Context: an optimization exercise on an open-source flow, tuned for small area, a short achievable clock period and few clock cycles per item. The choices shown serve that exercise and are no tape-out recipe. The RTL of this run was laid out without a check of its function.

===== flow/run.sh =====
#!/bin/bash
# Standard synthesis and layout; the port buffers use buf_1 instead of the
# buffer_ports default (a delay buffer, clkdlybuf4s50_1).
set -euo pipefail
bash standard.sh 'BUFFER_PORTS_ARGS=-buffer_cell sky130_fd_sc_hd__buf_1' finish > standard.log 2>&1

===== standard.sh =====
#!/bin/bash
# synth_recipe.tcl (not shown) runs the flow's synth.tcl, then flattens the netlist and writes it again
# the make line also repeats each setting of config.mk as NAME=value (left out here)
make -C /OpenROAD-flow-scripts/flow DESIGN_CONFIG=/design/flow/config.mk WORK_HOME=/design/flow/orfs CLKGATE_MAP_FILE= SYNTH_SCRIPT=/design/flow/synth_recipe.tcl "${@:-finish}"

===== config.mk =====
export PLATFORM = sky130hd
export DESIGN_NAME = ecc79_codec
export DESIGN_NICKNAME = ecc79_codec
export VERILOG_FILES = /design/flow/design.v
export SDC_FILE = /design/flow/constraint.sdc
export NUM_CORES = 4
export LEC_CHECK = 0
export CAP_MARGIN = 20
export CORE_MARGIN = 2
export CORE_UTILIZATION = 40
export SETUP_SLACK_MARGIN = 0.5
export SLEW_MARGIN = 20
export SYNTH_HIERARCHICAL = 1

===== constraint.sdc =====
create_clock -name core_clock -period 17.0 [get_ports {clk}]
set_input_delay 3.4000 -clock core_clock [delete_from_list [all_inputs] [get_ports {clk}]]
set_output_delay 3.4000 -clock core_clock [all_outputs]
set_load 0.01 [all_outputs]

===== design.v =====
module ecc79_codec (
    input  wire        clk,
    input  wire        rst,
    input  wire        in_valid,
    input  wire        in_mode,
    input  wire [78:0] in_word,
    output reg         out_valid,
    output reg  [78:0] out_word,
    output reg  [1:0]  out_status
);
    function [6:0] gf_mul;
        input [6:0] a;
        input [6:0] b;
        integer i;
        reg [6:0] acc;
        reg [6:0] sh;
        begin
            acc = 7'd0;
            sh  = a;
            for (i = 0; i < 7; i = i + 1) begin
                if (b[i]) acc = acc ^ sh;
                sh = {sh[5:0], 1'b0} ^ (sh[6] ? 7'h09 : 7'h00);
            end
            gf_mul = acc;
        end
    endfunction
    function [6:0] inv_cube;    
        input [6:0] a;
        begin
            case (a)
            7'd0: inv_cube = 7'd0;
            7'd1: inv_cube = 7'd1;
            7'd2: inv_cube = 7'd17;
            7'd3: inv_cube = 7'd24;
            7'd4: inv_cube = 7'd19;
            7'd5: inv_cube = 7'd82;
            7'd6: inv_cube = 7'd3;
            7'd7: inv_cube = 7'd122;
            7'd8: inv_cube = 7'd49;
            7'd9: inv_cube = 7'd56;
            7'd10: inv_cube = 7'd40;
            7'd11: inv_cube = 7'd33;
            7'd12: inv_cube = 7'd51;
            7'd13: inv_cube = 7'd4;
            7'd14: inv_cube = 7'd45;
            7'd15: inv_cube = 7'd71;
            7'd16: inv_cube = 7'd23;
            7'd17: inv_cube = 7'd36;
            7'd18: inv_cube = 7'd7;
            7'd19: inv_cube = 7'd88;
            7'd20: inv_cube = 7'd5;
            7'd21: inv_cube = 7'd44;
            7'd22: inv_cube = 7'd21;
            7'd23: inv_cube = 7'd96;
            7'd24: inv_cube = 7'd53;
            7'd25: inv_cube = 7'd30;
            7'd26: inv_cube = 7'd68;
            7'd27: inv_cube = 7'd100;
            7'd28: inv_cube = 7'd80;
            7'd29: inv_cube = 7'd46;
            7'd30: inv_cube = 7'd127;
            7'd31: inv_cube = 7'd103;
            7'd32: inv_cube = 7'd117;
            7'd33: inv_cube = 7'd18;
            7'd34: inv_cube = 7'd64;
            7'd35: inv_cube = 7'd115;
            7'd36: inv_cube = 7'd119;
            7'd37: inv_cube = 7'd38;
            7'd38: inv_cube = 7'd11;
            7'd39: inv_cube = 7'd47;
            7'd40: inv_cube = 7'd85;
            7'd41: inv_cube = 7'd124;
            7'd42: inv_cube = 7'd65;
            7'd43: inv_cube = 7'd2;
            7'd44: inv_cube = 7'd87;
            7'd45: inv_cube = 7'd58;
            7'd46: inv_cube = 7'd12;
            7'd47: inv_cube = 7'd110;
            7'd48: inv_cube = 7'd83;
            7'd49: inv_cube = 7'd93;
            7'd50: inv_cube = 7'd101;
            7'd51: inv_cube = 7'd86;
            7'd52: inv_cube = 7'd76;
            7'd53: inv_cube = 7'd62;
            7'd54: inv_cube = 7'd72;
            7'd55: inv_cube = 7'd66;
            7'd56: inv_cube = 7'd10;
            7'd57: inv_cube = 7'd90;
            7'd58: inv_cube = 7'd99;
            7'd59: inv_cube = 7'd79;
            7'd60: inv_cube = 7'd120;
            7'd61: inv_cube = 7'd81;
            7'd62: inv_cube = 7'd123;
            7'd63: inv_cube = 7'd31;
            7'd64: inv_cube = 7'd91;
            7'd65: inv_cube = 7'd26;
            7'd66: inv_cube = 7'd32;
            7'd67: inv_cube = 7'd28;
            7'd68: inv_cube = 7'd8;
            7'd69: inv_cube = 7'd73;
            7'd70: inv_cube = 7'd61;
            7'd71: inv_cube = 7'd111;
            7'd72: inv_cube = 7'd121;
            7'd73: inv_cube = 7'd22;
            7'd74: inv_cube = 7'd98;
            7'd75: inv_cube = 7'd14;
            7'd76: inv_cube = 7'd50;
            7'd77: inv_cube = 7'd109;
            7'd78: inv_cube = 7'd114;
            7'd79: inv_cube = 7'd54;
            7'd80: inv_cube = 7'd95;
            7'd81: inv_cube = 7'd16;
            7'd82: inv_cube = 7'd75;
            7'd83: inv_cube = 7'd70;
            7'd84: inv_cube = 7'd25;
            7'd85: inv_cube = 7'd39;
            7'd86: inv_cube = 7'd34;
            7'd87: inv_cube = 7'd106;
            7'd88: inv_cube = 7'd125;
            7'd89: inv_cube = 7'd92;
            7'd90: inv_cube = 7'd37;
            7'd91: inv_cube = 7'd113;
            7'd92: inv_cube = 7'd69;
            7'd93: inv_cube = 7'd29;
            7'd94: inv_cube = 7'd107;
            7'd95: inv_cube = 7'd52;
            7'd96: inv_cube = 7'd57;
            7'd97: inv_cube = 7'd112;
            7'd98: inv_cube = 7'd94;
            7'd99: inv_cube = 7'd43;
            7'd100: inv_cube = 7'd89;
            7'd101: inv_cube = 7'd105;
            7'd102: inv_cube = 7'd108;
            7'd103: inv_cube = 7'd78;
            7'd104: inv_cube = 7'd77;
            7'd105: inv_cube = 7'd55;
            7'd106: inv_cube = 7'd97;
            7'd107: inv_cube = 7'd59;
            7'd108: inv_cube = 7'd9;
            7'd109: inv_cube = 7'd20;
            7'd110: inv_cube = 7'd42;
            7'd111: inv_cube = 7'd102;
            7'd112: inv_cube = 7'd35;
            7'd113: inv_cube = 7'd67;
            7'd114: inv_cube = 7'd41;
            7'd115: inv_cube = 7'd6;
            7'd116: inv_cube = 7'd63;
            7'd117: inv_cube = 7'd74;
            7'd118: inv_cube = 7'd126;
            7'd119: inv_cube = 7'd84;
            7'd120: inv_cube = 7'd15;
            7'd121: inv_cube = 7'd118;
            7'd122: inv_cube = 7'd27;
            7'd123: inv_cube = 7'd104;
            7'd124: inv_cube = 7'd60;
            7'd125: inv_cube = 7'd48;
            7'd126: inv_cube = 7'd116;
            7'd127: inv_cube = 7'd13;
            default: inv_cube = 7'd0;
            endcase
        end
    endfunction
    function [6:0] m_solve;    
        input [6:0] c;
        begin
            m_solve[0] = 1'b0;
            m_solve[1] = c[2] ^ c[3] ^ c[4] ^ c[6];
            m_solve[2] = c[3] ^ c[4] ^ c[6];
            m_solve[3] = c[5] ^ c[6];
            m_solve[4] = c[1] ^ c[2] ^ c[4];
            m_solve[5] = c[3] ^ c[5] ^ c[6];
            m_solve[6] = c[3] ^ c[6];
        end
    endfunction
    function valid_loc;    
        input [6:0] a;
        begin
            case (a)
            7'd1, 7'd2, 7'd3, 7'd4, 7'd5, 7'd6, 7'd8, 7'd9,
            7'd10, 7'd11, 7'd12, 7'd16, 7'd18, 7'd20, 7'd22, 7'd24,
            7'd25, 7'd27, 7'd29, 7'd31, 7'd32, 7'd35, 7'd36, 7'd37,
            7'd39, 7'd40, 7'd41, 7'd43, 7'd44, 7'd45, 7'd47, 7'd48,
            7'd50, 7'd51, 7'd53, 7'd54, 7'd55, 7'd57, 7'd58, 7'd61,
            7'd62, 7'd64, 7'd65, 7'd69, 7'd70, 7'd72, 7'd73, 7'd74,
            7'd75, 7'd80, 7'd81, 7'd82, 7'd83, 7'd85, 7'd86, 7'd87,
            7'd88, 7'd90, 7'd93, 7'd94, 7'd95, 7'd96, 7'd97, 7'd100,
            7'd102, 7'd106, 7'd107, 7'd108, 7'd109, 7'd110, 7'd111, 7'd113,
            7'd114, 7'd115, 7'd116, 7'd122, 7'd124, 7'd125:
                valid_loc = 1'b1;
            default: valid_loc = 1'b0;
            endcase
        end
    endfunction
    wire [63:0] d = in_word[63:0];
    wire [13:0] ec;     
    wire        dpar;   
    wire        epar;   
    wire e0;
    ecc_xor2 u_e0 (.a(d[17]), .b(d[43]), .y(e0));
    wire e1;
    ecc_xor2 u_e1 (.a(d[3]), .b(d[14]), .y(e1));
    wire e2;
    ecc_xor2 u_e2 (.a(d[0]), .b(d[22]), .y(e2));
    wire e3;
    ecc_xor2 u_e3 (.a(d[5]), .b(d[27]), .y(e3));
    wire e4;
    ecc_xor2 u_e4 (.a(d[13]), .b(d[46]), .y(e4));
    wire e5;
    ecc_xor2 u_e5 (.a(d[30]), .b(d[44]), .y(e5));
    wire e6;
    ecc_xor2 u_e6 (.a(d[1]), .b(d[23]), .y(e6));
    wire e7;
    ecc_xor2 u_e7 (.a(d[31]), .b(d[47]), .y(e7));
    wire e8;
    ecc_xor2 u_e8 (.a(d[37]), .b(d[62]), .y(e8));
    wire e9;
    ecc_xor2 u_e9 (.a(d[2]), .b(d[24]), .y(e9));
    wire e10;
    ecc_xor2 u_e10 (.a(d[38]), .b(d[63]), .y(e10));
    wire e11;
    ecc_xor2 u_e11 (.a(d[4]), .b(d[26]), .y(e11));
    wire e12;
    ecc_xor2 u_e12 (.a(d[6]), .b(d[61]), .y(e12));
    wire e13;
    ecc_xor2 u_e13 (.a(d[9]), .b(d[29]), .y(e13));
    wire e14;
    ecc_xor2 u_e14 (.a(d[50]), .b(d[53]), .y(e14));
    wire e15;
    ecc_xor2 u_e15 (.a(d[33]), .b(d[58]), .y(e15));
    wire e16;
    ecc_xor2 u_e16 (.a(d[25]), .b(d[41]), .y(e16));
    wire e17;
    ecc_xor2 u_e17 (.a(d[56]), .b(e1), .y(e17));
    wire e18;
    ecc_xor2 u_e18 (.a(d[32]), .b(e11), .y(e18));
    wire e19;
    ecc_xor2 u_e19 (.a(d[28]), .b(d[59]), .y(e19));
    wire e20;
    ecc_xor2 u_e20 (.a(d[45]), .b(d[48]), .y(e20));
    wire e21;
    ecc_xor2 u_e21 (.a(d[10]), .b(d[54]), .y(e21));
    wire e22;
    ecc_xor2 u_e22 (.a(d[49]), .b(d[57]), .y(e22));
    wire e23;
    ecc_xor2 u_e23 (.a(d[11]), .b(d[55]), .y(e23));
    wire e24;
    ecc_xor2 u_e24 (.a(d[18]), .b(e5), .y(e24));
    wire e25;
    ecc_xor2 u_e25 (.a(e0), .b(e2), .y(e25));
    wire e26;
    ecc_xor2 u_e26 (.a(d[7]), .b(e8), .y(e26));
    wire e27;
    ecc_xor2 u_e27 (.a(d[39]), .b(e6), .y(e27));
    wire e28;
    ecc_xor2 u_e28 (.a(d[60]), .b(e3), .y(e28));
    wire e29;
    ecc_xor2 u_e29 (.a(d[40]), .b(e9), .y(e29));
    wire e30;
    ecc_xor2 u_e30 (.a(d[12]), .b(d[16]), .y(e30));
    wire e31;
    ecc_xor2 u_e31 (.a(d[15]), .b(e4), .y(e31));
    wire e32;
    ecc_xor2 u_e32 (.a(d[19]), .b(e12), .y(e32));
    wire e33;
    ecc_xor2 u_e33 (.a(d[34]), .b(e19), .y(e33));
    wire e34;
    ecc_xor2 u_e34 (.a(e7), .b(e14), .y(e34));
    wire e35;
    ecc_xor2 u_e35 (.a(d[21]), .b(e10), .y(e35));
    wire e36;
    ecc_xor2 u_e36 (.a(d[42]), .b(e16), .y(e36));
    wire e37;
    ecc_xor2 u_e37 (.a(e13), .b(e25), .y(e37));
    wire e38;
    ecc_xor2 u_e38 (.a(d[20]), .b(e26), .y(e38));
    wire e39;
    ecc_xor2 u_e39 (.a(e15), .b(e28), .y(e39));
    wire e40;
    ecc_xor2 u_e40 (.a(d[8]), .b(d[52]), .y(e40));
    wire e41;
    ecc_xor2 u_e41 (.a(d[51]), .b(e20), .y(e41));
    wire e42;
    ecc_xor2 u_e42 (.a(d[35]), .b(e22), .y(e42));
    wire e43;
    ecc_xor2 u_e43 (.a(e21), .b(e27), .y(e43));
    wire e44;
    ecc_xor2 u_e44 (.a(d[36]), .b(e29), .y(e44));
    wire e45;
    ecc_xor2 u_e45 (.a(e23), .b(e31), .y(e45));
    wire e46;
    ecc_xor2 u_e46 (.a(e30), .b(e36), .y(e46));
    wire e47;
    ecc_xor2 u_e47 (.a(e18), .b(e34), .y(e47));
    wire e48;
    ecc_xor2 u_e48 (.a(e33), .b(e37), .y(e48));
    wire e49;
    ecc_xor2 u_e49 (.a(d[33]), .b(e24), .y(e49));
    wire e50;
    ecc_xor2 u_e50 (.a(e32), .b(e41), .y(e50));
    wire e51;
    ecc_xor2 u_e51 (.a(e7), .b(e17), .y(e51));
    wire e52;
    ecc_xor2 u_e52 (.a(d[61]), .b(e43), .y(e52));
    wire e53;
    ecc_xor2 u_e53 (.a(e38), .b(e42), .y(e53));
    wire e54;
    ecc_xor2 u_e54 (.a(e39), .b(e40), .y(e54));
    wire e55;
    ecc_xor2 u_e55 (.a(d[29]), .b(d[32]), .y(e55));
    wire e56;
    ecc_xor2 u_e56 (.a(d[30]), .b(d[43]), .y(e56));
    wire e57;
    ecc_xor2 u_e57 (.a(d[22]), .b(d[55]), .y(e57));
    wire e58;
    ecc_xor2 u_e58 (.a(d[25]), .b(d[35]), .y(e58));
    wire e59;
    ecc_xor2 u_e59 (.a(d[28]), .b(d[42]), .y(e59));
    wire e60;
    ecc_xor2 u_e60 (.a(d[2]), .b(d[12]), .y(e60));
    wire e61;
    ecc_xor2 u_e61 (.a(d[18]), .b(d[49]), .y(e61));
    wire e62;
    ecc_xor2 u_e62 (.a(d[31]), .b(d[51]), .y(e62));
    wire e63;
    ecc_xor2 u_e63 (.a(d[14]), .b(d[47]), .y(e63));
    wire e64;
    ecc_xor2 u_e64 (.a(d[39]), .b(e14), .y(e64));
    wire e65;
    ecc_xor2 u_e65 (.a(e5), .b(e9), .y(e65));
    wire e66;
    ecc_xor2 u_e66 (.a(d[0]), .b(e1), .y(e66));
    wire e67;
    ecc_xor2 u_e67 (.a(d[24]), .b(e4), .y(e67));
    wire e68;
    ecc_xor2 u_e68 (.a(e10), .b(e16), .y(e68));
    wire e69;
    ecc_xor2 u_e69 (.a(d[10]), .b(e13), .y(e69));
    wire e70;
    ecc_xor2 u_e70 (.a(d[27]), .b(e0), .y(e70));
    wire e71;
    ecc_xor2 u_e71 (.a(d[45]), .b(e35), .y(e71));
    wire e72;
    ecc_xor2 u_e72 (.a(e12), .b(e65), .y(e72));
    wire e73;
    ecc_xor2 u_e73 (.a(d[23]), .b(e17), .y(e73));
    wire e74;
    ecc_xor2 u_e74 (.a(e67), .b(e68), .y(e74));
    wire e75;
    ecc_xor2 u_e75 (.a(d[1]), .b(e35), .y(e75));
    wire e76;
    ecc_xor2 u_e76 (.a(e18), .b(e61), .y(e76));
    wire e77;
    ecc_xor2 u_e77 (.a(d[8]), .b(e49), .y(e77));
    wire e78;
    ecc_xor2 u_e78 (.a(e8), .b(e44), .y(e78));
    wire e79;
    ecc_xor2 u_e79 (.a(e39), .b(e55), .y(e79));
    wire e80;
    ecc_xor2 u_e80 (.a(d[50]), .b(e46), .y(e80));
    wire e81;
    ecc_xor2 u_e81 (.a(e51), .b(e57), .y(e81));
    wire e82;
    ecc_xor2 u_e82 (.a(e24), .b(e47), .y(e82));
    wire e83;
    ecc_xor2 u_e83 (.a(e38), .b(e66), .y(e83));
    wire e84;
    ecc_xor2 u_e84 (.a(e45), .b(e46), .y(e84));
    wire e85;
    ecc_xor2 u_e85 (.a(d[57]), .b(e48), .y(e85));
    wire e86;
    ecc_xor2 u_e86 (.a(d[13]), .b(e54), .y(e86));
    wire e87;
    ecc_xor2 u_e87 (.a(d[40]), .b(e52), .y(e87));
    wire e88;
    ecc_xor2 u_e88 (.a(d[48]), .b(e53), .y(e88));
    wire e89;
    ecc_xor2 u_e89 (.a(e17), .b(e48), .y(e89));
    wire e90;
    ecc_xor2 u_e90 (.a(d[14]), .b(d[37]), .y(e90));
    wire e91;
    ecc_xor2 u_e91 (.a(e3), .b(e90), .y(e91));
    wire e92;
    ecc_xor2 u_e92 (.a(e64), .b(e31), .y(e92));
    wire e93;
    ecc_xor2 u_e93 (.a(e91), .b(e50), .y(e93));
    wire e94;
    ecc_xor2 u_e94 (.a(e92), .b(e77), .y(e94));
    wire e95;
    ecc_xor2 u_e95 (.a(e93), .b(e85), .y(e95));
    wire e96;
    ecc_xor2 u_e96 (.a(e94), .b(e95), .y(e96));
    assign ec[0] = e96;
    wire e97;
    ecc_xor2 u_e97 (.a(d[16]), .b(d[38]), .y(e97));
    wire e98;
    ecc_xor2 u_e98 (.a(d[59]), .b(e97), .y(e98));
    wire e99;
    ecc_xor2 u_e99 (.a(e25), .b(e34), .y(e99));
    wire e100;
    ecc_xor2 u_e100 (.a(e98), .b(e99), .y(e100));
    wire e101;
    ecc_xor2 u_e101 (.a(e100), .b(e86), .y(e101));
    wire e102;
    ecc_xor2 u_e102 (.a(e87), .b(e88), .y(e102));
    wire e103;
    ecc_xor2 u_e103 (.a(e101), .b(e102), .y(e103));
    assign ec[1] = e103;
    wire e104;
    ecc_xor2 u_e104 (.a(d[19]), .b(d[41]), .y(e104));
    wire e105;
    ecc_xor2 u_e105 (.a(d[54]), .b(e2), .y(e105));
    wire e106;
    ecc_xor2 u_e106 (.a(e6), .b(e22), .y(e106));
    wire e107;
    ecc_xor2 u_e107 (.a(e56), .b(e104), .y(e107));
    wire e108;
    ecc_xor2 u_e108 (.a(e105), .b(e106), .y(e108));
    wire e109;
    ecc_xor2 u_e109 (.a(e107), .b(e71), .y(e109));
    wire e110;
    ecc_xor2 u_e110 (.a(e45), .b(e108), .y(e110));
    wire e111;
    ecc_xor2 u_e111 (.a(e78), .b(e79), .y(e111));
    wire e112;
    ecc_xor2 u_e112 (.a(e109), .b(e110), .y(e112));
    wire e113;
    ecc_xor2 u_e113 (.a(e111), .b(e112), .y(e113));
    assign ec[2] = e113;
    wire e114;
    ecc_xor2 u_e114 (.a(d[20]), .b(d[37]), .y(e114));
    wire e115;
    ecc_xor2 u_e115 (.a(d[46]), .b(e10), .y(e115));
    wire e116;
    ecc_xor2 u_e116 (.a(e15), .b(e114), .y(e116));
    wire e117;
    ecc_xor2 u_e117 (.a(e27), .b(e33), .y(e117));
    wire e118;
    ecc_xor2 u_e118 (.a(e115), .b(e116), .y(e118));
    wire e119;
    ecc_xor2 u_e119 (.a(e72), .b(e117), .y(e119));
    wire e120;
    ecc_xor2 u_e120 (.a(e118), .b(e80), .y(e120));
    wire e121;
    ecc_xor2 u_e121 (.a(e81), .b(e119), .y(e121));
    wire e122;
    ecc_xor2 u_e122 (.a(e120), .b(e121), .y(e122));
    assign ec[3] = e122;
    wire e123;
    ecc_xor2 u_e123 (.a(d[9]), .b(d[21]), .y(e123));
    wire e124;
    ecc_xor2 u_e124 (.a(d[38]), .b(d[46]), .y(e124));
    wire e125;
    ecc_xor2 u_e125 (.a(e2), .b(e58), .y(e125));
    wire e126;
    ecc_xor2 u_e126 (.a(e59), .b(e123), .y(e126));
    wire e127;
    ecc_xor2 u_e127 (.a(e124), .b(e26), .y(e127));
    wire e128;
    ecc_xor2 u_e128 (.a(e28), .b(e29), .y(e128));
    wire e129;
    ecc_xor2 u_e129 (.a(e32), .b(e125), .y(e129));
    wire e130;
    ecc_xor2 u_e130 (.a(e126), .b(e73), .y(e130));
    wire e131;
    ecc_xor2 u_e131 (.a(e47), .b(e127), .y(e131));
    wire e132;
    ecc_xor2 u_e132 (.a(e128), .b(e129), .y(e132));
    wire e133;
    ecc_xor2 u_e133 (.a(e77), .b(e130), .y(e133));
    wire e134;
    ecc_xor2 u_e134 (.a(e131), .b(e132), .y(e134));
    wire e135;
    ecc_xor2 u_e135 (.a(e133), .b(e134), .y(e135));
    assign ec[4] = e135;
    wire e136;
    ecc_xor2 u_e136 (.a(d[17]), .b(d[36]), .y(e136));
    wire e137;
    ecc_xor2 u_e137 (.a(d[59]), .b(e6), .y(e137));
    wire e138;
    ecc_xor2 u_e138 (.a(e21), .b(e136), .y(e138));
    wire e139;
    ecc_xor2 u_e139 (.a(e137), .b(e138), .y(e139));
    wire e140;
    ecc_xor2 u_e140 (.a(e74), .b(e139), .y(e140));
    wire e141;
    ecc_xor2 u_e141 (.a(e82), .b(e83), .y(e141));
    wire e142;
    ecc_xor2 u_e142 (.a(e140), .b(e141), .y(e142));
    assign ec[5] = e142;
    wire e143;
    ecc_xor2 u_e143 (.a(d[25]), .b(d[42]), .y(e143));
    wire e144;
    ecc_xor2 u_e144 (.a(d[54]), .b(d[60]), .y(e144));
    wire e145;
    ecc_xor2 u_e145 (.a(e4), .b(e23), .y(e145));
    wire e146;
    ecc_xor2 u_e146 (.a(e143), .b(e144), .y(e146));
    wire e147;
    ecc_xor2 u_e147 (.a(e145), .b(e146), .y(e147));
    wire e148;
    ecc_xor2 u_e148 (.a(e72), .b(e75), .y(e148));
    wire e149;
    ecc_xor2 u_e149 (.a(e47), .b(e147), .y(e149));
    wire e150;
    ecc_xor2 u_e150 (.a(e148), .b(e149), .y(e150));
    wire e151;
    ecc_xor2 u_e151 (.a(e85), .b(e150), .y(e151));
    assign ec[6] = e151;
    wire e152;
    ecc_xor2 u_e152 (.a(d[7]), .b(d[26]), .y(e152));
    wire e153;
    ecc_xor2 u_e153 (.a(d[43]), .b(d[62]), .y(e153));
    wire e154;
    ecc_xor2 u_e154 (.a(e58), .b(e60), .y(e154));
    wire e155;
    ecc_xor2 u_e155 (.a(e152), .b(e153), .y(e155));
    wire e156;
    ecc_xor2 u_e156 (.a(e24), .b(e41), .y(e156));
    wire e157;
    ecc_xor2 u_e157 (.a(e154), .b(e155), .y(e157));
    wire e158;
    ecc_xor2 u_e158 (.a(e156), .b(e157), .y(e158));
    wire e159;
    ecc_xor2 u_e159 (.a(e79), .b(e81), .y(e159));
    wire e160;
    ecc_xor2 u_e160 (.a(e52), .b(e158), .y(e160));
    wire e161;
    ecc_xor2 u_e161 (.a(e159), .b(e160), .y(e161));
    assign ec[7] = e161;
    wire e162;
    ecc_xor2 u_e162 (.a(d[5]), .b(d[52]), .y(e162));
    wire e163;
    ecc_xor2 u_e163 (.a(d[63]), .b(e23), .y(e163));
    wire e164;
    ecc_xor2 u_e164 (.a(e62), .b(e162), .y(e164));
    wire e165;
    ecc_xor2 u_e165 (.a(e64), .b(e163), .y(e165));
    wire e166;
    ecc_xor2 u_e166 (.a(e164), .b(e73), .y(e166));
    wire e167;
    ecc_xor2 u_e167 (.a(e76), .b(e37), .y(e167));
    wire e168;
    ecc_xor2 u_e168 (.a(e165), .b(e78), .y(e168));
    wire e169;
    ecc_xor2 u_e169 (.a(e166), .b(e167), .y(e169));
    wire e170;
    ecc_xor2 u_e170 (.a(e168), .b(e169), .y(e170));
    assign ec[8] = e170;
    wire e171;
    ecc_xor2 u_e171 (.a(d[4]), .b(d[12]), .y(e171));
    wire e172;
    ecc_xor2 u_e172 (.a(d[32]), .b(e20), .y(e172));
    wire e173;
    ecc_xor2 u_e173 (.a(e40), .b(e171), .y(e173));
    wire e174;
    ecc_xor2 u_e174 (.a(e172), .b(e173), .y(e174));
    wire e175;
    ecc_xor2 u_e175 (.a(e74), .b(e174), .y(e175));
    wire e176;
    ecc_xor2 u_e176 (.a(e175), .b(e87), .y(e176));
    wire e177;
    ecc_xor2 u_e177 (.a(e89), .b(e176), .y(e177));
    assign ec[9] = e177;
    wire e178;
    ecc_xor2 u_e178 (.a(d[5]), .b(d[53]), .y(e178));
    wire e179;
    ecc_xor2 u_e179 (.a(d[60]), .b(d[62]), .y(e179));
    wire e180;
    ecc_xor2 u_e180 (.a(e11), .b(e63), .y(e180));
    wire e181;
    ecc_xor2 u_e181 (.a(e178), .b(e179), .y(e181));
    wire e182;
    ecc_xor2 u_e182 (.a(e69), .b(e27), .y(e182));
    wire e183;
    ecc_xor2 u_e183 (.a(e29), .b(e36), .y(e183));
    wire e184;
    ecc_xor2 u_e184 (.a(e42), .b(e180), .y(e184));
    wire e185;
    ecc_xor2 u_e185 (.a(e181), .b(e45), .y(e185));
    wire e186;
    ecc_xor2 u_e186 (.a(e49), .b(e182), .y(e186));
    wire e187;
    ecc_xor2 u_e187 (.a(e183), .b(e184), .y(e187));
    wire e188;
    ecc_xor2 u_e188 (.a(e185), .b(e186), .y(e188));
    wire e189;
    ecc_xor2 u_e189 (.a(e187), .b(e188), .y(e189));
    assign ec[10] = e189;
    wire e190;
    ecc_xor2 u_e190 (.a(d[11]), .b(d[15]), .y(e190));
    wire e191;
    ecc_xor2 u_e191 (.a(d[26]), .b(d[34]), .y(e191));
    wire e192;
    ecc_xor2 u_e192 (.a(d[58]), .b(d[63]), .y(e192));
    wire e193;
    ecc_xor2 u_e193 (.a(e3), .b(e20), .y(e193));
    wire e194;
    ecc_xor2 u_e194 (.a(e21), .b(e56), .y(e194));
    wire e195;
    ecc_xor2 u_e195 (.a(e190), .b(e191), .y(e195));
    wire e196;
    ecc_xor2 u_e196 (.a(e192), .b(e32), .y(e196));
    wire e197;
    ecc_xor2 u_e197 (.a(e193), .b(e194), .y(e197));
    wire e198;
    ecc_xor2 u_e198 (.a(e195), .b(e44), .y(e198));
    wire e199;
    ecc_xor2 u_e199 (.a(e51), .b(e196), .y(e199));
    wire e200;
    ecc_xor2 u_e200 (.a(e197), .b(e80), .y(e200));
    wire e201;
    ecc_xor2 u_e201 (.a(e198), .b(e199), .y(e201));
    wire e202;
    ecc_xor2 u_e202 (.a(e200), .b(e201), .y(e202));
    assign ec[11] = e202;
    wire e203;
    ecc_xor2 u_e203 (.a(d[3]), .b(d[6]), .y(e203));
    wire e204;
    ecc_xor2 u_e204 (.a(d[44]), .b(e19), .y(e204));
    wire e205;
    ecc_xor2 u_e205 (.a(e62), .b(e203), .y(e205));
    wire e206;
    ecc_xor2 u_e206 (.a(e70), .b(e18), .y(e206));
    wire e207;
    ecc_xor2 u_e207 (.a(e204), .b(e205), .y(e207));
    wire e208;
    ecc_xor2 u_e208 (.a(e206), .b(e207), .y(e208));
    wire e209;
    ecc_xor2 u_e209 (.a(e84), .b(e208), .y(e209));
    wire e210;
    ecc_xor2 u_e210 (.a(e88), .b(e209), .y(e210));
    assign ec[12] = e210;
    wire e211;
    ecc_xor2 u_e211 (.a(d[7]), .b(d[29]), .y(e211));
    wire e212;
    ecc_xor2 u_e212 (.a(d[36]), .b(d[44]), .y(e212));
    wire e213;
    ecc_xor2 u_e213 (.a(d[50]), .b(d[56]), .y(e213));
    wire e214;
    ecc_xor2 u_e214 (.a(e0), .b(e30), .y(e214));
    wire e215;
    ecc_xor2 u_e215 (.a(e59), .b(e63), .y(e215));
    wire e216;
    ecc_xor2 u_e216 (.a(e211), .b(e212), .y(e216));
    wire e217;
    ecc_xor2 u_e217 (.a(e213), .b(e214), .y(e217));
    wire e218;
    ecc_xor2 u_e218 (.a(e215), .b(e216), .y(e218));
    wire e219;
    ecc_xor2 u_e219 (.a(e71), .b(e76), .y(e219));
    wire e220;
    ecc_xor2 u_e220 (.a(e217), .b(e218), .y(e220));
    wire e221;
    ecc_xor2 u_e221 (.a(e219), .b(e220), .y(e221));
    wire e222;
    ecc_xor2 u_e222 (.a(e86), .b(e221), .y(e222));
    assign ec[13] = e222;
    wire e223;
    ecc_xor2 u_e223 (.a(e35), .b(e43), .y(e223));
    wire e224;
    ecc_xor2 u_e224 (.a(e44), .b(e50), .y(e224));
    wire e225;
    ecc_xor2 u_e225 (.a(e53), .b(e54), .y(e225));
    wire e226;
    ecc_xor2 u_e226 (.a(e82), .b(e84), .y(e226));
    wire e227;
    ecc_xor2 u_e227 (.a(e223), .b(e224), .y(e227));
    wire e228;
    ecc_xor2 u_e228 (.a(e89), .b(e225), .y(e228));
    wire e229;
    ecc_xor2 u_e229 (.a(e226), .b(e227), .y(e229));
    wire e230;
    ecc_xor2 u_e230 (.a(e228), .b(e229), .y(e230));
    assign dpar = e230;
    wire e231;
    ecc_xor2 u_e231 (.a(d[4]), .b(d[11]), .y(e231));
    wire e232;
    ecc_xor2 u_e232 (.a(d[52]), .b(e15), .y(e232));
    wire e233;
    ecc_xor2 u_e233 (.a(e22), .b(e60), .y(e233));
    wire e234;
    ecc_xor2 u_e234 (.a(e231), .b(e69), .y(e234));
    wire e235;
    ecc_xor2 u_e235 (.a(e70), .b(e232), .y(e235));
    wire e236;
    ecc_xor2 u_e236 (.a(e233), .b(e75), .y(e236));
    wire e237;
    ecc_xor2 u_e237 (.a(e50), .b(e234), .y(e237));
    wire e238;
    ecc_xor2 u_e238 (.a(e235), .b(e83), .y(e238));
    wire e239;
    ecc_xor2 u_e239 (.a(e236), .b(e237), .y(e239));
    wire e240;
    ecc_xor2 u_e240 (.a(e238), .b(e239), .y(e240));
    assign epar = e240;
    wire [13:0] rem;    
    ecc_xor2 u_rem0 (.a(ec[0]), .b(in_word[64]), .y(rem[0]));
    ecc_xor2 u_rem1 (.a(ec[1]), .b(in_word[65]), .y(rem[1]));
    ecc_xor2 u_rem2 (.a(ec[2]), .b(in_word[66]), .y(rem[2]));
    ecc_xor2 u_rem3 (.a(ec[3]), .b(in_word[67]), .y(rem[3]));
    ecc_xor2 u_rem4 (.a(ec[4]), .b(in_word[68]), .y(rem[4]));
    ecc_xor2 u_rem5 (.a(ec[5]), .b(in_word[69]), .y(rem[5]));
    ecc_xor2 u_rem6 (.a(ec[6]), .b(in_word[70]), .y(rem[6]));
    ecc_xor2 u_rem7 (.a(ec[7]), .b(in_word[71]), .y(rem[7]));
    ecc_xor2 u_rem8 (.a(ec[8]), .b(in_word[72]), .y(rem[8]));
    ecc_xor2 u_rem9 (.a(ec[9]), .b(in_word[73]), .y(rem[9]));
    ecc_xor2 u_rem10 (.a(ec[10]), .b(in_word[74]), .y(rem[10]));
    ecc_xor2 u_rem11 (.a(ec[11]), .b(in_word[75]), .y(rem[11]));
    ecc_xor2 u_rem12 (.a(ec[12]), .b(in_word[76]), .y(rem[12]));
    ecc_xor2 u_rem13 (.a(ec[13]), .b(in_word[77]), .y(rem[13]));
    wire [6:0]  s1, s3;
    wire q0;
    ecc_xor2 u_q0 (.a(rem[7]), .b(rem[11]), .y(q0));
    wire q1;
    ecc_xor2 u_q1 (.a(rem[9]), .b(rem[13]), .y(q1));
    wire q2;
    ecc_xor2 u_q2 (.a(rem[8]), .b(rem[12]), .y(q2));
    wire q3;
    ecc_xor2 u_q3 (.a(rem[3]), .b(rem[10]), .y(q3));
    wire q4;
    ecc_xor2 u_q4 (.a(rem[6]), .b(rem[10]), .y(q4));
    wire q5;
    ecc_xor2 u_q5 (.a(rem[5]), .b(rem[9]), .y(q5));
    wire q6;
    ecc_xor2 u_q6 (.a(rem[4]), .b(rem[8]), .y(q6));
    wire q7;
    ecc_xor2 u_q7 (.a(q0), .b(q3), .y(q7));
    wire q8;
    ecc_xor2 u_q8 (.a(rem[0]), .b(q0), .y(q8));
    assign s1[0] = q8;
    wire q9;
    ecc_xor2 u_q9 (.a(rem[1]), .b(q2), .y(q9));
    assign s1[1] = q9;
    wire q10;
    ecc_xor2 u_q10 (.a(rem[2]), .b(q1), .y(q10));
    assign s1[2] = q10;
    assign s1[3] = q7;
    wire q11;
    ecc_xor2 u_q11 (.a(rem[11]), .b(rem[4]), .y(q11));
    wire q12;
    ecc_xor2 u_q12 (.a(q2), .b(q11), .y(q12));
    assign s1[4] = q12;
    wire q13;
    ecc_xor2 u_q13 (.a(rem[5]), .b(rem[12]), .y(q13));
    wire q14;
    ecc_xor2 u_q14 (.a(q1), .b(q13), .y(q14));
    assign s1[5] = q14;
    wire q15;
    ecc_xor2 u_q15 (.a(rem[13]), .b(q4), .y(q15));
    assign s1[6] = q15;
    wire q16;
    ecc_xor2 u_q16 (.a(rem[0]), .b(rem[7]), .y(q16));
    wire q17;
    ecc_xor2 u_q17 (.a(rem[10]), .b(q5), .y(q17));
    wire q18;
    ecc_xor2 u_q18 (.a(q16), .b(q17), .y(q18));
    assign s3[0] = q18;
    wire q19;
    ecc_xor2 u_q19 (.a(rem[13]), .b(rem[5]), .y(q19));
    wire q20;
    ecc_xor2 u_q20 (.a(q6), .b(q19), .y(q20));
    assign s3[1] = q20;
    wire q21;
    ecc_xor2 u_q21 (.a(rem[8]), .b(q1), .y(q21));
    wire q22;
    ecc_xor2 u_q22 (.a(q7), .b(q21), .y(q22));
    assign s3[2] = q22;
    wire q23;
    ecc_xor2 u_q23 (.a(rem[1]), .b(rem[6]), .y(q23));
    wire q24;
    ecc_xor2 u_q24 (.a(rem[8]), .b(q0), .y(q24));
    wire q25;
    ecc_xor2 u_q25 (.a(q5), .b(q23), .y(q25));
    wire q26;
    ecc_xor2 u_q26 (.a(q24), .b(q25), .y(q26));
    assign s3[3] = q26;
    wire q27;
    ecc_xor2 u_q27 (.a(rem[6]), .b(q6), .y(q27));
    wire q28;
    ecc_xor2 u_q28 (.a(q1), .b(q27), .y(q28));
    assign s3[4] = q28;
    wire q29;
    ecc_xor2 u_q29 (.a(rem[3]), .b(rem[4]), .y(q29));
    wire q30;
    ecc_xor2 u_q30 (.a(rem[7]), .b(rem[12]), .y(q30));
    wire q31;
    ecc_xor2 u_q31 (.a(rem[13]), .b(q29), .y(q31));
    wire q32;
    ecc_xor2 u_q32 (.a(q30), .b(q31), .y(q32));
    assign s3[5] = q32;
    wire q33;
    ecc_xor2 u_q33 (.a(rem[2]), .b(rem[7]), .y(q33));
    wire q34;
    ecc_xor2 u_q34 (.a(rem[9]), .b(q2), .y(q34));
    wire q35;
    ecc_xor2 u_q35 (.a(q4), .b(q33), .y(q35));
    wire q36;
    ecc_xor2 u_q36 (.a(q34), .b(q35), .y(q36));
    assign s3[6] = q36;
    wire par_in;   
    wire p0;
    ecc_xor2 u_p0 (.a(dpar), .b(in_word[64]), .y(p0));
    wire p1;
    ecc_xor2 u_p1 (.a(in_word[65]), .b(in_word[66]), .y(p1));
    wire p2;
    ecc_xor2 u_p2 (.a(in_word[67]), .b(in_word[68]), .y(p2));
    wire p3;
    ecc_xor2 u_p3 (.a(in_word[69]), .b(in_word[70]), .y(p3));
    wire p4;
    ecc_xor2 u_p4 (.a(in_word[71]), .b(in_word[72]), .y(p4));
    wire p5;
    ecc_xor2 u_p5 (.a(in_word[73]), .b(in_word[74]), .y(p5));
    wire p6;
    ecc_xor2 u_p6 (.a(in_word[75]), .b(in_word[76]), .y(p6));
    wire p7;
    ecc_xor2 u_p7 (.a(in_word[77]), .b(in_word[78]), .y(p7));
    wire p8;
    ecc_xor2 u_p8 (.a(p0), .b(p1), .y(p8));
    wire p9;
    ecc_xor2 u_p9 (.a(p2), .b(p3), .y(p9));
    wire p10;
    ecc_xor2 u_p10 (.a(p4), .b(p5), .y(p10));
    wire p11;
    ecc_xor2 u_p11 (.a(p6), .b(p7), .y(p11));
    wire p12;
    ecc_xor2 u_p12 (.a(p8), .b(p9), .y(p12));
    wire p13;
    ecc_xor2 u_p13 (.a(p10), .b(p11), .y(p13));
    wire p14;
    ecc_xor2 u_p14 (.a(p12), .b(p13), .y(p14));
    assign par_in = p14;
    reg        v1, mode1, par1;
    reg [63:0] d1;
    reg [14:0] hi1;    
    reg [6:0]  s1r, cpr;
    reg        zr;
    always @(posedge clk) begin
        if (rst) v1 <= 1'b0;
        else     v1 <= in_valid;
        mode1 <= in_mode;
        d1    <= d;
        hi1   <= in_mode ? in_word[78:64] : {epar, ec};
        par1  <= par_in;
        s1r   <= s1;
        zr    <= (s1 == 7'd0) && (s3 == 7'd0);
        cpr   <= gf_mul(s3, inv_cube(s1));
    end
    wire [6:0] cp = cpr;
    wire       z  = zr;
    wire [6:0] y0 = m_solve(cp);
    wire       one = (cp == 7'd1);
    wire       trc = cp[0];    
    wire [6:0] x1 = gf_mul(s1r, y0);
    wire [6:0] x2 = x1 ^ s1r;
    wire       ok1 = valid_loc(x1) || (x1 == 7'd0);
    wire       ok2 = valid_loc(x2);
    wire       single = one & ok2;             
    wire       fixable = trc & ok1 & ok2;      
    wire       fix = mode1 & (par1 ? single : fixable);
    wire       fixp = mode1 & (par1 ? z : single);
    wire [78:0] word1 = {hi1, d1};
    wire [7:0]  l1, l2;
    wire [15:0] h1, h2;
    genvar gi;
    generate
        for (gi = 0; gi < 8; gi = gi + 1) begin : g_lo
            assign l1[gi] = fix & (x1[2:0] == gi);
            assign l2[gi] = fix & (x2[2:0] == gi);
        end
        for (gi = 0; gi < 16; gi = gi + 1) begin : g_hi
            assign h1[gi] = (x1[6:3] == gi);
            assign h2[gi] = (x2[6:3] == gi);
        end
    endgenerate
    wire [77:0] fixed;
    ecc_fixbit u_fix0 (.w(word1[0]), .l1(l1[1]), .h1(h1[8]), .l2(l2[1]), .h2(h2[8]), .y(fixed[0]));
    ecc_fixbit u_fix1 (.w(word1[1]), .l1(l1[3]), .h1(h1[1]), .l2(l2[3]), .h2(h2[1]), .y(fixed[1]));
    ecc_fixbit u_fix2 (.w(word1[2]), .l1(l1[6]), .h1(h1[2]), .l2(l2[6]), .h2(h2[2]), .y(fixed[2]));
    ecc_fixbit u_fix3 (.w(word1[3]), .l1(l1[4]), .h1(h1[5]), .l2(l2[4]), .h2(h2[5]), .y(fixed[3]));
    ecc_fixbit u_fix4 (.w(word1[4]), .l1(l1[0]), .h1(h1[11]), .l2(l2[0]), .h2(h2[11]), .y(fixed[4]));
    ecc_fixbit u_fix5 (.w(word1[5]), .l1(l1[1]), .h1(h1[7]), .l2(l2[1]), .h2(h2[7]), .y(fixed[5]));
    ecc_fixbit u_fix6 (.w(word1[6]), .l1(l1[2]), .h1(h1[14]), .l2(l2[2]), .h2(h2[14]), .y(fixed[6]));
    ecc_fixbit u_fix7 (.w(word1[7]), .l1(l1[5]), .h1(h1[13]), .l2(l2[5]), .h2(h2[13]), .y(fixed[7]));
    ecc_fixbit u_fix8 (.w(word1[8]), .l1(l1[3]), .h1(h1[10]), .l2(l2[3]), .h2(h2[10]), .y(fixed[8]));
    ecc_fixbit u_fix9 (.w(word1[9]), .l1(l1[7]), .h1(h1[5]), .l2(l2[7]), .h2(h2[5]), .y(fixed[9]));
    ecc_fixbit u_fix10 (.w(word1[10]), .l1(l1[6]), .h1(h1[11]), .l2(l2[6]), .h2(h2[11]), .y(fixed[10]));
    ecc_fixbit u_fix11 (.w(word1[11]), .l1(l1[5]), .h1(h1[6]), .l2(l2[5]), .h2(h2[6]), .y(fixed[11]));
    ecc_fixbit u_fix12 (.w(word1[12]), .l1(l1[2]), .h1(h1[13]), .l2(l2[2]), .h2(h2[13]), .y(fixed[12]));
    ecc_fixbit u_fix13 (.w(word1[13]), .l1(l1[5]), .h1(h1[11]), .l2(l2[5]), .h2(h2[11]), .y(fixed[13]));
    ecc_fixbit u_fix14 (.w(word1[14]), .l1(l1[3]), .h1(h1[6]), .l2(l2[3]), .h2(h2[6]), .y(fixed[14]));
    ecc_fixbit u_fix15 (.w(word1[15]), .l1(l1[6]), .h1(h1[12]), .l2(l2[6]), .h2(h2[12]), .y(fixed[15]));
    ecc_fixbit u_fix16 (.w(word1[16]), .l1(l1[5]), .h1(h1[8]), .l2(l2[5]), .h2(h2[8]), .y(fixed[16]));
    ecc_fixbit u_fix17 (.w(word1[17]), .l1(l1[3]), .h1(h1[0]), .l2(l2[3]), .h2(h2[0]), .y(fixed[17]));
    ecc_fixbit u_fix18 (.w(word1[18]), .l1(l1[6]), .h1(h1[0]), .l2(l2[6]), .h2(h2[0]), .y(fixed[18]));
    ecc_fixbit u_fix19 (.w(word1[19]), .l1(l1[4]), .h1(h1[1]), .l2(l2[4]), .h2(h2[1]), .y(fixed[19]));
    ecc_fixbit u_fix20 (.w(word1[20]), .l1(l1[0]), .h1(h1[3]), .l2(l2[0]), .h2(h2[3]), .y(fixed[20]));
    ecc_fixbit u_fix21 (.w(word1[21]), .l1(l1[0]), .h1(h1[6]), .l2(l2[0]), .h2(h2[6]), .y(fixed[21]));
    ecc_fixbit u_fix22 (.w(word1[22]), .l1(l1[0]), .h1(h1[12]), .l2(l2[0]), .h2(h2[12]), .y(fixed[22]));
    ecc_fixbit u_fix23 (.w(word1[23]), .l1(l1[1]), .h1(h1[9]), .l2(l2[1]), .h2(h2[9]), .y(fixed[23]));
    ecc_fixbit u_fix24 (.w(word1[24]), .l1(l1[3]), .h1(h1[3]), .l2(l2[3]), .h2(h2[3]), .y(fixed[24]));
    ecc_fixbit u_fix25 (.w(word1[25]), .l1(l1[6]), .h1(h1[6]), .l2(l2[6]), .h2(h2[6]), .y(fixed[25]));
    ecc_fixbit u_fix26 (.w(word1[26]), .l1(l1[4]), .h1(h1[13]), .l2(l2[4]), .h2(h2[13]), .y(fixed[26]));
    ecc_fixbit u_fix27 (.w(word1[27]), .l1(l1[1]), .h1(h1[10]), .l2(l2[1]), .h2(h2[10]), .y(fixed[27]));
    ecc_fixbit u_fix28 (.w(word1[28]), .l1(l1[3]), .h1(h1[5]), .l2(l2[3]), .h2(h2[5]), .y(fixed[28]));
    ecc_fixbit u_fix29 (.w(word1[29]), .l1(l1[6]), .h1(h1[10]), .l2(l2[6]), .h2(h2[10]), .y(fixed[29]));
    ecc_fixbit u_fix30 (.w(word1[30]), .l1(l1[5]), .h1(h1[4]), .l2(l2[5]), .h2(h2[4]), .y(fixed[30]));
    ecc_fixbit u_fix31 (.w(word1[31]), .l1(l1[2]), .h1(h1[9]), .l2(l2[2]), .h2(h2[9]), .y(fixed[31]));
    ecc_fixbit u_fix32 (.w(word1[32]), .l1(l1[5]), .h1(h1[3]), .l2(l2[5]), .h2(h2[3]), .y(fixed[32]));
    ecc_fixbit u_fix33 (.w(word1[33]), .l1(l1[2]), .h1(h1[7]), .l2(l2[2]), .h2(h2[7]), .y(fixed[33]));
    ecc_fixbit u_fix34 (.w(word1[34]), .l1(l1[4]), .h1(h1[14]), .l2(l2[4]), .h2(h2[14]), .y(fixed[34]));
    ecc_fixbit u_fix35 (.w(word1[35]), .l1(l1[1]), .h1(h1[12]), .l2(l2[1]), .h2(h2[12]), .y(fixed[35]));
    ecc_fixbit u_fix36 (.w(word1[36]), .l1(l1[3]), .h1(h1[9]), .l2(l2[3]), .h2(h2[9]), .y(fixed[36]));
    ecc_fixbit u_fix37 (.w(word1[37]), .l1(l1[7]), .h1(h1[3]), .l2(l2[7]), .h2(h2[3]), .y(fixed[37]));
    ecc_fixbit u_fix38 (.w(word1[38]), .l1(l1[6]), .h1(h1[7]), .l2(l2[6]), .h2(h2[7]), .y(fixed[38]));
    ecc_fixbit u_fix39 (.w(word1[39]), .l1(l1[4]), .h1(h1[15]), .l2(l2[4]), .h2(h2[15]), .y(fixed[39]));
    ecc_fixbit u_fix40 (.w(word1[40]), .l1(l1[1]), .h1(h1[14]), .l2(l2[1]), .h2(h2[14]), .y(fixed[40]));
    ecc_fixbit u_fix41 (.w(word1[41]), .l1(l1[3]), .h1(h1[13]), .l2(l2[3]), .h2(h2[13]), .y(fixed[41]));
    ecc_fixbit u_fix42 (.w(word1[42]), .l1(l1[7]), .h1(h1[11]), .l2(l2[7]), .h2(h2[11]), .y(fixed[42]));
    ecc_fixbit u_fix43 (.w(word1[43]), .l1(l1[7]), .h1(h1[6]), .l2(l2[7]), .h2(h2[6]), .y(fixed[43]));
    ecc_fixbit u_fix44 (.w(word1[44]), .l1(l1[6]), .h1(h1[13]), .l2(l2[6]), .h2(h2[13]), .y(fixed[44]));
    ecc_fixbit u_fix45 (.w(word1[45]), .l1(l1[5]), .h1(h1[10]), .l2(l2[5]), .h2(h2[10]), .y(fixed[45]));
    ecc_fixbit u_fix46 (.w(word1[46]), .l1(l1[3]), .h1(h1[4]), .l2(l2[3]), .h2(h2[4]), .y(fixed[46]));
    ecc_fixbit u_fix47 (.w(word1[47]), .l1(l1[6]), .h1(h1[8]), .l2(l2[6]), .h2(h2[8]), .y(fixed[47]));
    ecc_fixbit u_fix48 (.w(word1[48]), .l1(l1[5]), .h1(h1[0]), .l2(l2[5]), .h2(h2[0]), .y(fixed[48]));
    ecc_fixbit u_fix49 (.w(word1[49]), .l1(l1[2]), .h1(h1[1]), .l2(l2[2]), .h2(h2[1]), .y(fixed[49]));
    ecc_fixbit u_fix50 (.w(word1[50]), .l1(l1[4]), .h1(h1[2]), .l2(l2[4]), .h2(h2[2]), .y(fixed[50]));
    ecc_fixbit u_fix51 (.w(word1[51]), .l1(l1[0]), .h1(h1[5]), .l2(l2[0]), .h2(h2[5]), .y(fixed[51]));
    ecc_fixbit u_fix52 (.w(word1[52]), .l1(l1[0]), .h1(h1[10]), .l2(l2[0]), .h2(h2[10]), .y(fixed[52]));
    ecc_fixbit u_fix53 (.w(word1[53]), .l1(l1[1]), .h1(h1[5]), .l2(l2[1]), .h2(h2[5]), .y(fixed[53]));
    ecc_fixbit u_fix54 (.w(word1[54]), .l1(l1[2]), .h1(h1[10]), .l2(l2[2]), .h2(h2[10]), .y(fixed[54]));
    ecc_fixbit u_fix55 (.w(word1[55]), .l1(l1[5]), .h1(h1[5]), .l2(l2[5]), .h2(h2[5]), .y(fixed[55]));
    ecc_fixbit u_fix56 (.w(word1[56]), .l1(l1[2]), .h1(h1[11]), .l2(l2[2]), .h2(h2[11]), .y(fixed[56]));
    ecc_fixbit u_fix57 (.w(word1[57]), .l1(l1[5]), .h1(h1[7]), .l2(l2[5]), .h2(h2[7]), .y(fixed[57]));
    ecc_fixbit u_fix58 (.w(word1[58]), .l1(l1[2]), .h1(h1[15]), .l2(l2[2]), .h2(h2[15]), .y(fixed[58]));
    ecc_fixbit u_fix59 (.w(word1[59]), .l1(l1[5]), .h1(h1[15]), .l2(l2[5]), .h2(h2[15]), .y(fixed[59]));
    ecc_fixbit u_fix60 (.w(word1[60]), .l1(l1[3]), .h1(h1[14]), .l2(l2[3]), .h2(h2[14]), .y(fixed[60]));
    ecc_fixbit u_fix61 (.w(word1[61]), .l1(l1[7]), .h1(h1[13]), .l2(l2[7]), .h2(h2[13]), .y(fixed[61]));
    ecc_fixbit u_fix62 (.w(word1[62]), .l1(l1[7]), .h1(h1[10]), .l2(l2[7]), .h2(h2[10]), .y(fixed[62]));
    ecc_fixbit u_fix63 (.w(word1[63]), .l1(l1[7]), .h1(h1[4]), .l2(l2[7]), .h2(h2[4]), .y(fixed[63]));
    ecc_fixbit u_fix64 (.w(word1[64]), .l1(l1[1]), .h1(h1[0]), .l2(l2[1]), .h2(h2[0]), .y(fixed[64]));
    ecc_fixbit u_fix65 (.w(word1[65]), .l1(l1[2]), .h1(h1[0]), .l2(l2[2]), .h2(h2[0]), .y(fixed[65]));
    ecc_fixbit u_fix66 (.w(word1[66]), .l1(l1[4]), .h1(h1[0]), .l2(l2[4]), .h2(h2[0]), .y(fixed[66]));
    ecc_fixbit u_fix67 (.w(word1[67]), .l1(l1[0]), .h1(h1[1]), .l2(l2[0]), .h2(h2[1]), .y(fixed[67]));
    ecc_fixbit u_fix68 (.w(word1[68]), .l1(l1[0]), .h1(h1[2]), .l2(l2[0]), .h2(h2[2]), .y(fixed[68]));
    ecc_fixbit u_fix69 (.w(word1[69]), .l1(l1[0]), .h1(h1[4]), .l2(l2[0]), .h2(h2[4]), .y(fixed[69]));
    ecc_fixbit u_fix70 (.w(word1[70]), .l1(l1[0]), .h1(h1[8]), .l2(l2[0]), .h2(h2[8]), .y(fixed[70]));
    ecc_fixbit u_fix71 (.w(word1[71]), .l1(l1[1]), .h1(h1[1]), .l2(l2[1]), .h2(h2[1]), .y(fixed[71]));
    ecc_fixbit u_fix72 (.w(word1[72]), .l1(l1[2]), .h1(h1[2]), .l2(l2[2]), .h2(h2[2]), .y(fixed[72]));
    ecc_fixbit u_fix73 (.w(word1[73]), .l1(l1[4]), .h1(h1[4]), .l2(l2[4]), .h2(h2[4]), .y(fixed[73]));
    ecc_fixbit u_fix74 (.w(word1[74]), .l1(l1[0]), .h1(h1[9]), .l2(l2[0]), .h2(h2[9]), .y(fixed[74]));
    ecc_fixbit u_fix75 (.w(word1[75]), .l1(l1[1]), .h1(h1[3]), .l2(l2[1]), .h2(h2[3]), .y(fixed[75]));
    ecc_fixbit u_fix76 (.w(word1[76]), .l1(l1[2]), .h1(h1[6]), .l2(l2[2]), .h2(h2[6]), .y(fixed[76]));
    ecc_fixbit u_fix77 (.w(word1[77]), .l1(l1[4]), .h1(h1[12]), .l2(l2[4]), .h2(h2[12]), .y(fixed[77]));
    always @* begin
        out_valid = v1;
        out_word  = {word1[78] ^ fixp, fixed};
        if (!mode1)      out_status = 2'd0;
        else if (z)      out_status = {1'b0, par1};
        else if (par1)   out_status = single ? 2'd1 : 2'd3;
        else             out_status = fixable ? 2'd2 : 2'd3;
    end
endmodule
module ecc_xor2 (input wire a, input wire b, output wire y);
    assign y = a ^ b;
endmodule
module ecc_fixbit (input wire w, input wire l1, input wire h1,
                   input wire l2, input wire h2, output wire y);
    assign y = w ^ ((l1 & h1) | (l2 & h2));
endmodule

==> results_dict.tcl <==
set metrics [dict create \
    setup_viol_count_final 0 \
    finalCritPeriodShare 0.624 \
    dp_hpwl_um 33100 \
    synth_simple_gate_area_share 0.135 \
    ys_seq_area_frac 0.165 \
    syn_avg_cell_area_um2 8.70 \
    cts_buffers 9 \
    max_stage_delay_ns 0.90 \
    cts_max_level 3 \
    dpl_worst_slack_ns 6.59 \
    wl_um 41800 \
    final_nets 1576 \
    synth_top_family_by_area "XOR/XNOR gates" \
    finalCriticalPeriod_ns 10.61 \
    path_class "flip-flop to primary output" \
    start_util 0.408 \
    cp_slowest_cell "nor3_2" \
    ios 165 \
    wl_per_cell_um 22.4 \
    synth_compound_area_frac 0.231 \
    coreArea_mm2 0.0288 \
    synthAdderAreaFrac 0.0170 \
    hold_viol 0 \
    rows 62 \
    drive_above_1_share 0.136 \
    setup_ws_ns 6.39 \
    clockBufferDepth 2 \
    hold_path.class "input pin to flip-flop" \
    syn_inst 1350 \
    die_h_um 175 \
    multiInputGateArea_mm2 0.00949 \
    synth_edf_count 0 \
    holdWs_ns 3.18 \
    post-cts-setup-buffers 0 \
    area_growth_pct 11.9 \
    status "finished clean" \
    min_delay_worst_endpoint "v1" \
    min_path_cells 2 \
    gr-total-overflow 0 \
    cap_violations 0 \
    async_flop_share 0 \
    seqCellArea_mm2 0.00194 \
    rsz0062_at_grt "false" \
    via_per_inst 5.72 \
    critPathMaxFanout 17 \
    worstMarginPinSlew_ns 1.10 \
    ys_warn_count 7 \
    synth_ff_type "dfxtp_1" \
    portBuffers 164 \
    start_kind "flip-flop" \
    grt_pass1_wl_um 63000 \
    arrival_ns 7.21 \
    synth_cell_types 93 \
    drcViolationCount 0 \
    holdBufCountCts 0 \
    required_ns 13.60 \
    grt_pass1_vias 10225 \
    synthesis.area_mm2 0.0118 \
    firstDrtPassIters 5 \
    cts_tree "built" \
    grt_use_total 0.268 \
    die_area_mm2 0.0308 \
    root_buffer "clkbuf_16" \
    path_clk_slew_ns 0.09 \
    antenna_violating_nets_post_route 0 \
    synthXorXnorAreaFrac 0.372 \
    post_synth_mux_area_share 0.0395 \
    hold_start "rst" \
    fin_tns_setup_ns 0 \
    grt_max_degree 73 \
    slew_violations 0 \
    route.vias.total 10686 \
    numClockSinks 97 \
    crit_path_cell_trace "inv_1 -> ha_1 -> xor3_1 -> mux2_2 -> a211oi_2 -> a21oi_1 -> nor2_1 -> o31ai_1 -> o311ai_1 -> o221a_1 -> a31oi_1 -> o21a_4 -> nor3_2 -> a22oi_2 -> xnor2_1 -> buf_1" \
    slew_headroom 0.262 \
    ctsResizeCount 0 \
    die_w_um 175 \
    cp-end-kind "primary output" \
    final.fill_count 2806 \
    gp_congestion 1.05 \
    synth_nets 1449 \
    synth_seq_cells 97 \
    first_iter_violations 1163 \
    grt_antenna_before_repair 3 \
    fmax_mhz 94.3 \
]
==> registers in the layout (all words and copies together), names as in the netlist <==
register,cells
cpr,7
hi1,15
d1,64
v1,1
par1,1
zr,1
s1r,7
mode1,1
==> worst max-delay path by stage <==
stage / to / slack (ns) / startpoint / cells past startpoint
floorplan: cpr[6] / 8.04 / in_word[23] / 24
global placement: cpr[5] / 6.60 / in_word[5] / 21
detailed placement: cpr[5] / 6.59 / in_word[5] / 21
CTS: out_word[57] / 6.55 / cpr[3] / 16
global route: out_word[76] / 6.04 / cpr[3] / 16
finish: out_word[75] / 6.39 / cpr[3] / 16
==> through the flow <==
stage | instance area [um^2] | std cells | util
global route | 13200 | 1867 | 0.457
finish | 13200 | 1868 | 0.457
detailed placement | 12800 | 1850 | 0.445
global placement | 12800 | 1850 | 0.444
CTS | 13100 | 1866 | 0.456
floorplan | 11800 | 1350 | -
==> critical path, delay by kind of cell, from the launching register on <==
family                   cells  cell delay (ns)
AO/OA/AOI/OAI                8             2.09
flip-flops                   1             0.80
buffers and inverters        2             0.51
multiplexers                 1             0.32
AND/OR/NAND/NOR              2             1.60
XOR/XNOR                     2             0.96
adder cells (fa/ha/maj)      1             0.56
==> synthesized netlist by cell type, types with 10 or more instances <==
cell      number  share of area
xnor2_1      118          0.088
nand2b_1      18         0.0096
nand3_1       23         0.0098
nor4_1        10         0.0053
a31oi_1       10         0.0053
clkbuf_1      35          0.011
nand2_1       92          0.029
a22oi_1       14         0.0089
xnor3_1       12          0.023
nor2b_1       16         0.0085
o211ai_1      12         0.0077
ha_1          16          0.017
a21oi_1       35          0.015
inv_1         30         0.0096
nor3_1        19         0.0081
o21ai_0       49          0.021
nor2_1        86          0.027
a22oi_2       78          0.083
dfxtp_1       97           0.17
mux2_2        19          0.018
xor2_1       324           0.24
a211oi_1      10         0.0064
buf_2         20         0.0085
==> area by class of cell <==
cell class,count,area share
Antenna cell,2,0.000381
Timing Repair Buffer,187,0.0599
Inverter,34,0.00980
Clock buffer,9,0.0171
Sequential cell,97,0.148
Multi-Input combinational cell,1148,0.721
Clock inverter,7,0.00732
Tap cell,384,0.0365
==> per-module statistics from Yosys (local to each module, per instance) <==
module	cell area [um^2]	cells	flip-flops and latches
ecc_xor2	8.76	1	0
ecc79_codec	7400	887	97
ecc_fixbit	21.3	2	0
==> logic make-up after synthesis <==
family                     Yosys count
DFF                                 97
buffers and inverters              105
muxes                               34
AOI/OAI and AO/OA                  318
and+or+nand+nor                    315
adders and majority gates           16
xor gates and xnor gates           465
==> layout by cell type (no fill, tap or decap), types with 6 or more instances in the layout <==
cell type  synthesis  final
buf_1              7    164
nand3_1           23     23
mux2_2            19     19
nand2b_1          18     18
nor2b_1           16     16
a31oi_1           10     10
buf_4              4     23
a22oi_1           14     14
nor2_1            86     86
o21ai_0           49     49
ha_1              16     16
o211ai_1          12     12
nor3_1            19     19
a22oi_2           78     78
o221ai_1           8      8
nand2_1           92     92
a32oi_1            7      7
xnor2_1          118    118
a21oi_1           35     35
o22ai_1            6      6
mux4_2             8      8
inv_1             30     30
a211oi_1          10     10
dfxtp_1           97     97
o21a_1             9      9
clkbuf_16          0      9
nor4_2             7      9
xnor3_1           12     12
o2111ai_1          7      7
mux2i_1            7      7
xor2_1           324    318
==> layer usage <==
| metal | wire length, um | global-route usage | vias up |
|---|---|---|---|
| met5 | 0 | 0 | - |
| met2 | 18800 | 0.413 | 462 |
| met4 | 1340 | 0.0892 | 0 |
| li1 | - | - | 5008 |
| met1 | 18900 | 0.381 | 5148 |
| met3 | 2780 | 0.0383 | 68 |

re-timing with driven ports:
The flow's constraints put no driver on any port. The routed layout listed below was extracted and timed again, unchanged, in two steps.
Step 1 (the two cells are an assumption about what drives the block):
set clk [get_ports {clk}]
set_driving_cell -lib_cell sky130_fd_sc_hd__clkbuf_16 $clk
set_driving_cell -lib_cell sky130_fd_sc_hd__buf_2 [delete_from_list [all_inputs] $clk]
Step 2 moves the port delays by t, midway between the first and last clock arrival at a register: inputs arrive t later, outputs are due t later. That takes back most of the time a late clock gives input paths.
Slacks: ideal ports / drivers / drivers and shift; pairs: ideal ports / drivers.
shift t [ns]: 0.401
slack for setup (ns): 6.391 / 6.347 / 6.419
worst setup path after step 2: input to register
worst register clock-pin slew, ns: 0.09 / 0.09
worst data-port slew with drivers (ns): 0.09
After both steps this run still meets setup and hold. The setup slack of this run moves by -0.044 ns with the drivers and by +0.028 ns with both steps.
